This is an optimization exercise on Yosys and OpenROAD, whose aim is small area, not a production implementation. The RTL was checked by simulation tests, not by an equivalence proof against the original design. Power is estimated from default activity; no workload was simulated. The clock port is modelled as an ideal driver; clocking choices that lean on that would not hold on a real chip.

==> v17: inputs <==
## fb_speed
module fb_speed (
    input  wire        clk,
    input  wire        rst,             
    input  wire        edge_valid,
    input  wire [35:0] edge_t,          
    input  wire [35:0] edge_p,          
    input  wire        edge_neg,        
    input  wire        edge_new_run,    
    input  wire        ring_clear,      
    input  wire        rel_valid,
    output wire        rel_ready,
    input  wire [35:0] rel_s,           
    input  wire [3:0]  cfg_match,       
    input  wire [35:0] cfg_win,         
    input  wire [35:0] cfg_tmax,        
    output reg         done,
    output wire [35:0] speed,
    output reg         speed_valid,
    output reg         standstill,
    output wire [35:0] span
);
==> flow/config.mk <==
export PLATFORM = sky130hd
export DESIGN_NAME = fb_speed
export DESIGN_NICKNAME = fb_speed
export VERILOG_FILES = /design/flow/design.v
export SDC_FILE = /design/flow/constraint.sdc
export NUM_CORES = 4
export LEC_CHECK = 0
export CAP_MARGIN = 20
export CORE_MARGIN = 2
export CORE_UTILIZATION = 60
export SLEW_MARGIN = 20
export SYNTH_MEMORY_MAX_BITS = 16384
==> flow/constraint.sdc <==
create_clock -name core_clock -period 20.0 [get_ports {clk}]
set_input_delay 4.0000 -clock core_clock [delete_from_list [all_inputs] [get_ports {clk}]]
set_output_delay 4.0000 -clock core_clock [all_outputs]
set_load 0.01 [all_outputs]
standard.sh (not shown) runs the stock make flow with config.mk's settings and CLKGATE_MAP_FILE= SYNTH_SCRIPT=/design/flow/synth_recipe.tcl, a recipe that flattens the netlist after the stock synthesis.
==> flow/flow/run.sh <==
#!/bin/bash
# Standard layout with two changes: the port buffers are the smallest
# buffer cell, and clock tree synthesis clusters more sinks per leaf buffer
# and adds no dummy loads.
bash standard.sh \
  "BUFFER_PORTS_ARGS=-buffer_cell sky130_fd_sc_hd__buf_1" \
  "CTS_ARGS=-sink_clustering_enable -repair_clock_nets -dont_use_dummy_load -sink_clustering_size 40 -sink_clustering_max_diameter 60 " \
  finish > standard.log 2>&1
==> inputs of v23, as changes to v17 <==
--- a/flow/design.v
+++ b/flow/design.v
@@ -93,29 +93,32 @@
             else if (chk && stand_now) stand_flag <= 1'b1;
         end
     end
     reg  [35:0] K, Q, R, S;
     reg         ux;
     reg  [6:0]  n_rel;
     reg  [5:0]  a_sel, o, sc;
     reg  [2:0]  m_ph;
-    reg         cw_ok, cx_ok, neg, dsel_s, ovf, satf;
+    reg         cw_ok, cx_ok, neg, dsel_s, ovf, satf, zf, dly;
     assign speed = K;
     assign span  = S;
     wire scan = (state == S_SCAN);
     wire mul  = (state == S_MUL);
     wire fin  = (state == S_FIN);
     wire div2 = (state == S_DIV2);
     wire rot  = (state == S_ROT);
-    wire [35:0] bv = scan ? port[sc[5:3]] :
-                     chk  ? T :
-                     mul  ? ~(36'd1953125 - 36'd1) :
-                     fin  ? 36'hF_FFFF_FFFF :
-                     (div2 && dsel_s) ? S : R;
+    wire        s_s   = div2 && dsel_s;
+    wire        s_r   = !(scan || chk || mul || fin || s_s);
+    wire [35:0] bport = ({36{scan && sc[5:3] == 3'd0}} & port[0]) | ({36{scan && sc[5:3] == 3'd1}} & port[1]) |
+                        ({36{scan && sc[5:3] == 3'd2}} & port[2]) | ({36{scan && sc[5:3] == 3'd3}} & port[3]) |
+                        ({36{scan && sc[5:3] == 3'd4}} & port[4]) | ({36{scan && sc[5:3] == 3'd5}} & port[5]) |
+                        ({36{scan && sc[5:3] == 3'd6}} & port[6]) | ({36{scan && sc[5:3] == 3'd7}} & port[7]);
+    wire [35:0] bv    = bport | ({36{chk}} & T) | ({36{s_r}} & R) | ({36{s_s}} & S) |
+                        ({36{mul}} & ~(36'd1953125 - 36'd1)) | {36{fin}};
     wire [36:0] aa = {ux, K};
     wire [36:0] nb = {1'b1, ~bv};
     wire [37:0] cc;
     wire [36:0] ss;
     assign cc[0] = 1'b1;
     genvar gi;
     generate
         for (gi = 0; gi < 37; gi = gi + 1) begin : g_add
@@ -152,69 +155,80 @@
             4'd4: m_init = 3'd3;
             4'd5: m_init = 3'd3;
             4'd6: m_init = 3'd3;
             4'd8: m_init = 3'd7;
             default: m_init = 3'd0;
         endcase
     end
     wire        d1i       = (state == S_D1I);
+    wire        div1      = (state == S_DIV1);
     wire        mi        = (state == S_MI);
     wire        fin_first = fin && (o == 6'd36);
     wire        fin_last  = fin && (o == 6'd1);
-    wire        inj       = (Q[35] | satf) ^ neg;
-    wire        rnd       = (Q[34] & !satf) ^ neg;
+    wire        inj       = ((dly | satf) & !zf) ^ neg;
+    wire        rnd       = (Q[35] & !satf & !zf) ^ neg;
     wire        take      = mul ? a_sel[5] : fin ? (fin_last && inj && rnd) :
                             (rot || d1i || mi) ? 1'b0 : cy;
     wire        keep      = !(d1i || mi);
-    wire [35:0] sel       = take ? df : (keep ? K : 36'd0);
-    wire        kin       = div2 ? (o >= 6'd21 ? Q[35] : 1'b0) :
+    wire [35:0] sel       = ({36{take}} & df) | ({36{keep && !take}} & K);
+    wire [5:0]  sb        = o - 6'd2;
+    wire        kin       = div1 ? ((o >= 6'd2) && S[sb]) :
+                            div2 ? (o >= 6'd21 ? Q[35] : 1'b0) :
                             fin_first ? neg :
                             fin_last  ? (inj ^ rnd) :
                             fin       ? inj :
                             (rot || d1i || mi || mul) ? 1'b0 : Q[35];
     wire        ge        = (|Q[35:6]) || (Q[5:0] >= a_sel);
+    wire        k_rel = (state == S_IDLE) && rel_valid;
+    wire        k_sh  = !(state == S_IDLE || chk || scan);
+    always @(posedge clk) begin
+        if (k_rel || chk || k_sh)
+            K <= ({36{k_rel}} & rel_s) | ({36{chk}} & T) | ({36{k_sh}} & {sel[34:0], kin});
+        ux <= k_sh && sel[35];
+    end
+    always @(posedge clk) begin
+        Q   <= {Q[34:0], rot ? K[35] : cy};
+        dly <= Q[35];
+    end
     always @(posedge clk) begin
         if (rst) begin
             state       <= S_IDLE;
             done        <= 1'b0;
             speed_valid <= 1'b0;
             standstill  <= 1'b0;
         end else begin
             done <= 1'b0;
             case (state)
                 S_IDLE: begin
                     if (rel_valid) begin
-                        K     <= rel_s;
-                        ux    <= 1'b0;
                         S     <= 36'd0;
                         n_rel <= run_nx;
                         sc    <= new_e ? aptr - 6'd1 : aptr;
                         neg   <= new_e ? edge_neg : last_neg;
                         state <= S_CHK;
                     end
                 end
                 S_CHK: begin
-                    K      <= T;                  
                     R      <= df;                 
                     o      <= 6'd63;
                     m_ph   <= m_init;
                     cw_ok  <= 1'b0;
                     cx_ok  <= 1'b0;
                     if (stand_now || n_rel == 7'd1) begin
                         standstill  <= stand_now;
                         speed_valid <= 1'b0;
                         neg         <= 1'b0;
-                        satf        <= 1'b0;
-                        Q           <= 36'd0;
+                        zf          <= 1'b1;
                         o           <= 6'd36;
                         state       <= S_FIN;
                     end else begin
                         standstill  <= 1'b0;
                         speed_valid <= 1'b1;
+                        zf          <= 1'b0;
                         state       <= S_SCAN;
                     end
                 end
                 S_SCAN: begin
                     if (al) begin
                         if (upd) begin
                             S     <= df;
                             a_sel <= o;
@@ -223,21 +237,16 @@
                         if (e_tm)  cx_ok <= 1'b1;
                         m_ph <= mt ? mp1 : m_ph - 3'd1;
                         o    <= o - 6'd1;
                         sc   <= sc - 6'd1;
                         if (o == 6'd1) state <= S_D1I;
                     end
                 end
                 default: begin
-                    {ux, K} <= {sel, kin};
-                    if (d1i)                Q <= S;
-                    else if (rot)           Q <= {Q[34:0], K[35]};
-                    else if (div2 || (state == S_DIV1) || (fin && !fin_first))
-                                            Q <= {Q[34:0], cy};
                     if (mul) a_sel <= {a_sel[4:0], 1'b0};
                     if (mi) begin
                         dsel_s <= ge;
                         if (!ge) a_sel <= 6'd1;
                     end
                     if (div2 && o <= 6'd20 && Q[35]) ovf <= 1'b1;
                     o <= o - 6'd1;
                     case (state)
==> flow/flow/run.sh (replaced) <==
#!/bin/bash
# Standard layout with two changes: the port buffers are the smallest
# buffer cell, and clock tree synthesis clusters more sinks per leaf buffer
# and adds no dummy loads.
bash standard.sh \
  "BUFFER_PORTS_ARGS=-buffer_cell sky130_fd_sc_hd__buf_1" \
  "CTS_ARGS=-sink_clustering_enable -repair_clock_nets -dont_use_dummy_load -sink_clustering_size 32 -sink_clustering_max_diameter 80" \
  finish > standard.log 2>&1
- CORE_UTILIZATION: 60 -> 55
==> inputs of v1, as changes to v17 <==
--- a/flow/design.v
+++ b/flow/design.v
@@ -93,55 +93,35 @@
             else if (chk && stand_now) stand_flag <= 1'b1;
         end
     end
     reg  [35:0] K, Q, R, S;
     reg         ux;
     reg  [6:0]  n_rel;
     reg  [5:0]  a_sel, o, sc;
     reg  [2:0]  m_ph;
-    reg         cw_ok, cx_ok, neg, dsel_s, ovf, satf;
+    reg         cw_ok, cx_ok, neg, dz, dsel_s, ovf;
     assign speed = K;
     assign span  = S;
     wire scan = (state == S_SCAN);
     wire mul  = (state == S_MUL);
     wire fin  = (state == S_FIN);
     wire div2 = (state == S_DIV2);
-    wire rot  = (state == S_ROT);
     wire [35:0] bv = scan ? port[sc[5:3]] :
-                     chk  ? T :
-                     mul  ? ~(36'd1953125 - 36'd1) :
+                     mul  ? K0N :
                      fin  ? 36'hF_FFFF_FFFF :
                      (div2 && dsel_s) ? S : R;
-    wire [36:0] aa = {ux, K};
-    wire [36:0] nb = {1'b1, ~bv};
-    wire [37:0] cc;
-    wire [36:0] ss;
-    assign cc[0] = 1'b1;
-    genvar gi;
-    generate
-        for (gi = 0; gi < 37; gi = gi + 1) begin : g_add
-            assign ss[gi]   = aa[gi] ^ nb[gi] ^ cc[gi];
-            assign cc[gi+1] = (aa[gi] & nb[gi]) | (aa[gi] & cc[gi]) | (nb[gi] & cc[gi]);
-        end
-    endgenerate
-    wire        cy = cc[37];            
-    wire [35:0] df = ss[35:0];
-    wire [36:0] cw, ct;
-    assign cw[0] = 1'b1;
-    assign ct[0] = 1'b1;
-    generate
-        for (gi = 0; gi < 36; gi = gi + 1) begin : g_cmp
-            assign cw[gi+1] = (cfg_win[gi] & ~df[gi]) | (cfg_win[gi] & cw[gi]) | (~df[gi] & cw[gi]);
-            assign ct[gi+1] = (cfg_tmax[gi] & ~df[gi]) | (cfg_tmax[gi] & ct[gi]) | (~df[gi] & ct[gi]);
-        end
-    endgenerate
-    wire        c_win = cw[36];
-    wire        c_thr = ct[36];
-    assign stand_now = (n_rel == 7'd0) || !c_thr;
+    wire        cin = scan || chk || fin || (div2 && dsel_s);
+    wire [37:0] sum = {1'b0, ux, K} + {1'b0, 1'b1, ~bv} + {37'd0, cin};
+    wire        cy  = sum[37];          
+    wire [35:0] df  = sum[35:0];
+    wire [35:0] thr   = cfg_tmax ^ {36{chk}};
+    wire        c_win = (df <= cfg_win);
+    wire        c_thr = (df <= thr);
+    assign stand_now = (n_rel == 7'd0) || ((|df) && c_thr);
     wire [3:0]  mp     = (cfg_match >= 4'd1 && cfg_match <= 4'd8) ? cfg_match : 4'd1;
     wire [2:0]  mp1    = mp[2:0] - 3'd1;
     wire        al     = (sc[2:0] == pp);
     wire        inr    = ({1'b0, o} < n_rel);
     wire        mt     = (m_ph == 3'd0);
     wire        e_win  = inr && mt && c_win;
     wire        e_tm   = inr && mt && c_thr;
     wire        upd    = !cw_ok && (e_win || e_tm || (o == 6'd1 && !cx_ok));
@@ -151,65 +131,64 @@
             4'd2: m_init = 3'd1;
             4'd4: m_init = 3'd3;
             4'd5: m_init = 3'd3;
             4'd6: m_init = 3'd3;
             4'd8: m_init = 3'd7;
             default: m_init = 3'd0;
         endcase
     end
-    wire        d1i       = (state == S_D1I);
-    wire        mi        = (state == S_MI);
     wire        fin_first = fin && (o == 6'd36);
     wire        fin_last  = fin && (o == 6'd1);
-    wire        inj       = (Q[35] | satf) ^ neg;
-    wire        rnd       = (Q[34] & !satf) ^ neg;
-    wire        take      = mul ? a_sel[5] : fin ? (fin_last && inj && rnd) :
-                            (rot || d1i || mi) ? 1'b0 : cy;
-    wire        keep      = !(d1i || mi);
-    wire [35:0] sel       = take ? df : (keep ? K : 36'd0);
-    wire        kin       = div2 ? (o >= 6'd21 ? Q[35] : 1'b0) :
+    wire        sat       = ovf || (&Q);
+    wire        inj       = Q[35] ^ neg;
+    wire        rnd       = Q[34] ^ neg;
+    wire        q_mul     = a_sel[5];
+    wire        rot       = (state == S_ROT);
+    wire        take      = mul ? q_mul : fin ? (fin_last && inj && rnd) : rot ? 1'b0 : cy;
+    wire [35:0] sel       = take ? df : K;
+    wire        kin       = (state == S_DIV2) ? (o >= 6'd21 ? Q[35] : 1'b0) :
                             fin_first ? neg :
                             fin_last  ? (inj ^ rnd) :
-                            fin       ? inj :
-                            (rot || d1i || mi || mul) ? 1'b0 : Q[35];
-    wire        ge        = (|Q[35:6]) || (Q[5:0] >= a_sel);
+                            fin       ? inj : Q[35];
+    wire        ge        = dz || (|Q[35:6]) || (Q[5:0] >= a_sel);
     always @(posedge clk) begin
         if (rst) begin
             state       <= S_IDLE;
             done        <= 1'b0;
             speed_valid <= 1'b0;
             standstill  <= 1'b0;
         end else begin
             done <= 1'b0;
             case (state)
                 S_IDLE: begin
                     if (rel_valid) begin
-                        K     <= rel_s;
+                        K     <= T_nx;
                         ux    <= 1'b0;
+                        R     <= rel_s;
                         S     <= 36'd0;
                         n_rel <= run_nx;
                         sc    <= new_e ? aptr - 6'd1 : aptr;
                         neg   <= new_e ? edge_neg : last_neg;
                         state <= S_CHK;
                     end
                 end
                 S_CHK: begin
-                    K      <= T;                  
-                    R      <= df;                 
+                    R      <= ~df;                
+                    dz     <= ~(|df);
                     o      <= 6'd63;
                     m_ph   <= m_init;
                     cw_ok  <= 1'b0;
                     cx_ok  <= 1'b0;
                     if (stand_now || n_rel == 7'd1) begin
                         standstill  <= stand_now;
                         speed_valid <= 1'b0;
                         neg         <= 1'b0;
-                        satf        <= 1'b0;
                         Q           <= 36'd0;
+                        ovf         <= 1'b0;
                         o           <= 6'd36;
                         state       <= S_FIN;
                     end else begin
                         standstill  <= 1'b0;
                         speed_valid <= 1'b1;
                         state       <= S_SCAN;
                     end
                 end
@@ -222,39 +201,47 @@
                         if (e_win) cw_ok <= 1'b1;
                         if (e_tm)  cx_ok <= 1'b1;
                         m_ph <= mt ? mp1 : m_ph - 3'd1;
                         o    <= o - 6'd1;
                         sc   <= sc - 6'd1;
                         if (o == 6'd1) state <= S_D1I;
                     end
                 end
-                default: begin
+                S_D1I: begin
+                    Q  <= S;
+                    K  <= 36'd0;
+                    ux <= 1'b0;
+                    o  <= 6'd37;
+                    state <= dz ? S_MI : S_DIV1;
+                end
+                S_MI: begin
+                    dsel_s <= ge;
+                    if (!ge) a_sel <= 6'd1;
+                    K  <= 36'd0;
+                    ux <= 1'b0;
+                    Q  <= 36'd0;
+                    o  <= 6'd6;
+                    state <= S_MUL;
+                end
+                S_DIV1, S_MUL, S_ROT, S_DIV2, S_FIN: begin
                     {ux, K} <= {sel, kin};
-                    if (d1i)                Q <= S;
-                    else if (rot)           Q <= {Q[34:0], K[35]};
-                    else if (div2 || (state == S_DIV1) || (fin && !fin_first))
-                                            Q <= {Q[34:0], cy};
+                    if (rot)            Q <= {Q[34:0], K[35]};
+                    else if (fin_first) Q <= sat ? 36'hF_FFFF_FFFE : Q;
+                    else if (!mul)      Q <= {Q[34:0], cy};
                     if (mul) a_sel <= {a_sel[4:0], 1'b0};
-                    if (mi) begin
-                        dsel_s <= ge;
-                        if (!ge) a_sel <= 6'd1;
-                    end
                     if (div2 && o <= 6'd20 && Q[35]) ovf <= 1'b1;
                     o <= o - 6'd1;
-                    case (state)
-                        S_D1I:  begin state <= S_DIV1; o <= 6'd37; end
-                        S_MI:   begin state <= S_MUL;  o <= 6'd6;  end
-                        default: if (o == 6'd1) begin
-                            case (state)
-                                S_DIV1: state <= S_MI;
-                                S_MUL:  begin state <= S_ROT;  o <= 6'd36; end
-                                S_ROT:  begin state <= S_DIV2; o <= 6'd56; ovf <= 1'b0; end
-                                S_DIV2: begin state <= S_FIN;  o <= 6'd36; satf <= ovf || Q[35] || (&{Q[34:0], cy}); end
-                                default: begin state <= S_IDLE; done <= 1'b1; end
-                            endcase
-                        end
-                    endcase
-                end
+                    if (o == 6'd1) begin
+                        case (state)
+                            S_DIV1: state <= S_MI;
+                            S_MUL:  begin state <= S_ROT;  o <= 6'd36; end
+                            S_ROT:  begin state <= S_DIV2; o <= 6'd56; ovf <= 1'b0; end
+                            S_DIV2: begin state <= S_FIN;  o <= 6'd36; end
+                            default: begin state <= S_IDLE; done <= 1'b1; end
+                        endcase
+                    end
+                end
+                default: state <= S_IDLE;
             endcase
         end
     end
 endmodule
==> flow/run.sh (new file) <==
#!/bin/bash
# synth_recipe.tcl (not shown) runs the flow's synth.tcl, then flattens the netlist and writes it again
# the make line also repeats each setting of config.mk as NAME=value (left out here)
make -C /OpenROAD-flow-scripts/flow DESIGN_CONFIG=/design/flow/config.mk WORK_HOME=/design/flow/orfs CLKGATE_MAP_FILE= SYNTH_SCRIPT=/design/flow/synth_recipe.tcl finish
- CORE_UTILIZATION: 60 -> 40
removed: flow/flow/run.sh
removed: flow/standard.sh
==> notes <==
- Between v1 and v17, the lower worst hold slack is in v17 (gap 0.0025 ns).
- Die area, highest first: v1, v23, v17.
- Of v17 and v1, v1 has the higher combinational power (gap about 12%, measured against v1).
- The lowest worst setup slack belongs to v23, the highest to v1.
- The highest clock power belongs to v1, the lowest to v23.
- Power, highest first: v1, v17, v23.
==> figures <==
quantity	v17	v1	v23
Status	no timing/DRC/antenna violations	no timing/DRC/antenna violations	no timing/DRC/antenna violations
Via count of the routed design	34,657	38,997	33,413
Multiplexer share of the synthesized area	0.0200	0.0303	0.0110
Sink count of the clock tree	2,582	2,582	2,584
Synthesized cell area	0.0669 sq mm	0.0700 sq mm	0.0654 sq mm
Placed insts	6,453	7,704	6,240
Via count of the first global-routing pass	33,221	38,505	31,914
Die Y	338 um	422 um	349 um
Initial core utilization	0.605	0.403	0.554
Routed vias/inst	5.26	4.81	5.27
Arr. time, crit path	19.54 ns	10.01 ns	19.81 ns
Nets@finish	5,358	5,923	5,059
Full die area	0.114 sq mm	0.178 sq mm	0.122 sq mm

[re-timing with driven ports]
No port has a modelled driver above. Below, the same layouts with a new extraction and two added sets of constraints. Step 1 (the two cells are an assumption about what drives the block):
set clk [get_ports {clk}]
set_driving_cell -lib_cell sky130_fd_sc_hd__clkbuf_16 $clk
set_driving_cell -lib_cell sky130_fd_sc_hd__buf_2 [delete_from_list [all_inputs] $clk]
Step 2 moves the port delays by t, midway between the first and last clock arrival at a register: inputs arrive t later, outputs are due t later. That takes back most of the time a late clock gives input paths. a / b / c = no drivers / after step 1 / after step 2; a / b = the first two.
run	t (ns)	setup WS [ns]	worst setup path at the end	clock arrival spread, ns
v17	0.801	0.882 / 0.882 / 0.882	register to register	0.092 / 0.091
v23	0.778	0.627 / 0.627 / 0.627	register to register	0.074 / 0.075
v1	0.889	10.454 / 10.454 / 10.454	register to register	0.055 / 0.056
After both steps every run listed still meets setup and hold.
